This is an optimization exercise on Yosys and OpenROAD, whose aim is small area, a short achievable clock period and few clock cycles per item, not a production implementation. Only simulation tests tie the RTL to the original design; equivalence was not proved.

## de_sha2_core
module de_sha2_core (
    input  wire         clk,
    input  wire         rst,           
    input  wire         in_valid,
    output wire         in_ready,
    input  wire [31:0]  in_data,
    input  wire         in_last,       
    input  wire         in_mode,       
    output wire         out_valid,
    input  wire         out_ready,
    output wire [255:0] out_digest
);
Size in the first run: ~3900 cells after synthesis, roughly 300 I/O pins, ~0.045 mm^2 of cells after synthesis.
==> flow/config.mk <==
export PLATFORM = sky130hd
export DESIGN_NAME = de_sha2_core
export DESIGN_NICKNAME = de_sha2_core
export VERILOG_FILES = /design/flow/design.v
export SDC_FILE = /design/flow/constraint.sdc
export NUM_CORES = 4
export LEC_CHECK = 0
export ABC_AREA = 1
export CAP_MARGIN = 20
export CORE_MARGIN = 2
export CORE_UTILIZATION = 60
export CTS_BUF_LIST = sky130_fd_sc_hd__clkbuf_16
export CTS_CLUSTER_DIAMETER = 60
export CTS_CLUSTER_SIZE = 25
export PLACE_DENSITY = 0.72
export SETUP_SLACK_MARGIN = 5.0
export SLEW_MARGIN = 20
export SYNTH_HIERARCHICAL = 1
export SYNTH_MINIMUM_KEEP_SIZE = 0
==> flow/constraint.sdc <==
create_clock -name core_clock -period 10.0 [get_ports {clk}]
set_input_delay 2.0000 -clock core_clock [delete_from_list [all_inputs] [get_ports {clk}]]
set_output_delay 2.0000 -clock core_clock [all_outputs]
set_load 0.01 [all_outputs]
standard.sh (not shown) runs the stock make flow with config.mk's settings and CLKGATE_MAP_FILE= SYNTH_SCRIPT=/design/flow/synth_recipe.tcl, a recipe that flattens the netlist after the stock synthesis.
==> flow/flow/run.sh <==
#!/bin/bash
# Layout flow: the standard ORFS layout (standard.sh, unchanged synthesis,
# floorplan, power grid, placement, CTS and routing) with two settings passed
# to ORFS through its own environment variables:
#  - the port buffers that ORFS inserts on every input and output use
#    sky130_fd_sc_hd__buf_1 instead of the cell buffer_ports picks by default;
#  - clock tree synthesis runs with the same options as the standard flow
#    (sink clustering, clock net repair, clkbuf_16, clusters of at most 25
#    sinks within 60 um) but without dummy loads.
# Every tool's output goes to standard.log here; ORFS also keeps its per-step
# logs under orfs/logs.
set -euo pipefail
cd "$(dirname "$0")/.."
export BUFFER_PORTS_ARGS="-buffer_cell sky130_fd_sc_hd__buf_1"
export CTS_ARGS="-sink_clustering_enable -repair_clock_nets -sink_clustering_size 25 -sink_clustering_max_diameter 60 -buf_list sky130_fd_sc_hd__clkbuf_16 -dont_use_dummy_load"
bash standard.sh > standard.log 2>&1
Testbench counts at the start, summed over its fixed seeds: cycles 66,376, blocks 952.
Next try:
--- a/flow/design.v
+++ b/flow/design.v
@@ -123,14 +123,15 @@
         end
     end
     wire [31:0] xa = ({32{sel_h}} & h3) | xa_iv;
     wire [31:0] xe = ({32{sel_h}} & h7) | xe_iv;
     wire [31:0] ya = op_ivl ? 32'h0 : d;
     wire [31:0] ye = op_ivl ? 32'h0 : hh;
-    wire [31:0] sum_a = (run ? pa : xa) + (run ? qa : ya);
-    wire [31:0] sum_e = (run ? pe : xe) + (run ? qe : ye);
+    wire [31:0] sum_a, sum_e;
+    add32 u_add_a (.x(run ? pa : xa), .y(run ? qa : ya), .s(sum_a));
+    add32 u_add_e (.x(run ? pe : xe), .y(run ? qe : ye), .s(sum_e));
     wire win_free = !run || (t >= 6'd56) || (open && t >= 6'd52);
     assign in_ready  = (wj == 5'd0) ? (q == 2'd0 && win_free)
                                     : (wj != 5'd16 && gap == 4'd0);
     assign out_valid = ov;
     assign out_digest = {h0, h1, h2, h3, h4, h5, h6, dig_mode ? 32'h0 : h7};
     wire accept   = in_valid && in_ready;
@@ -248,6 +249,12 @@
     input  wire [31:0] x, y, z,
     output wire [31:0] s, c
 );
     assign s = x ^ y ^ z;
     assign c = {((x[30:0] & y[30:0]) | (x[30:0] & z[30:0]) | (y[30:0] & z[30:0])), 1'b0};
 endmodule
+module add32 (
+    input  wire [31:0] x, y,
+    output wire [31:0] s
+);
+    assign s = x + y;
+endmodule
Outcome:
- The changed run finished with timing, DRC and antenna clean
- die area increases by 4.2%
- clock-buffer cell count increases by 7
- critical path depth decreases by 3
- fmax decreases by 1.3%
- sequential share of layout area decreases by 1.9 points
- via count increases by 10%
Testbench counts after the change, summed over its fixed seeds: cycles 66,376, blocks 952.

## re-timing with driven ports
Ports are ideal in the flow. The routed layouts listed here were re-timed in OpenROAD.
Step 1, drivers: a clkbuf_16 drives clk and a buf_2 each remaining input, both assumed.
Step 2 moves the port delays by t, midway between the first and last clock arrival at a register: inputs arrive t later, outputs are due t later. That takes back most of the time a late clock gives input paths.
Slacks: no drivers / after step 1 / after step 2; pairs: no drivers / after step 1.
run | t, ns | setup slack, ns | worst setup path at the end | latest minus earliest clock arrival (ns)
the first run | 0.687 | 5.090 / 5.090 / 5.090 | register to register | 0.069 / 0.070
the second run | 0.696 | 5.027 / 5.027 / 5.027 | register to register | 0.109 / 0.109
After both steps setup and hold are still met in every run listed.
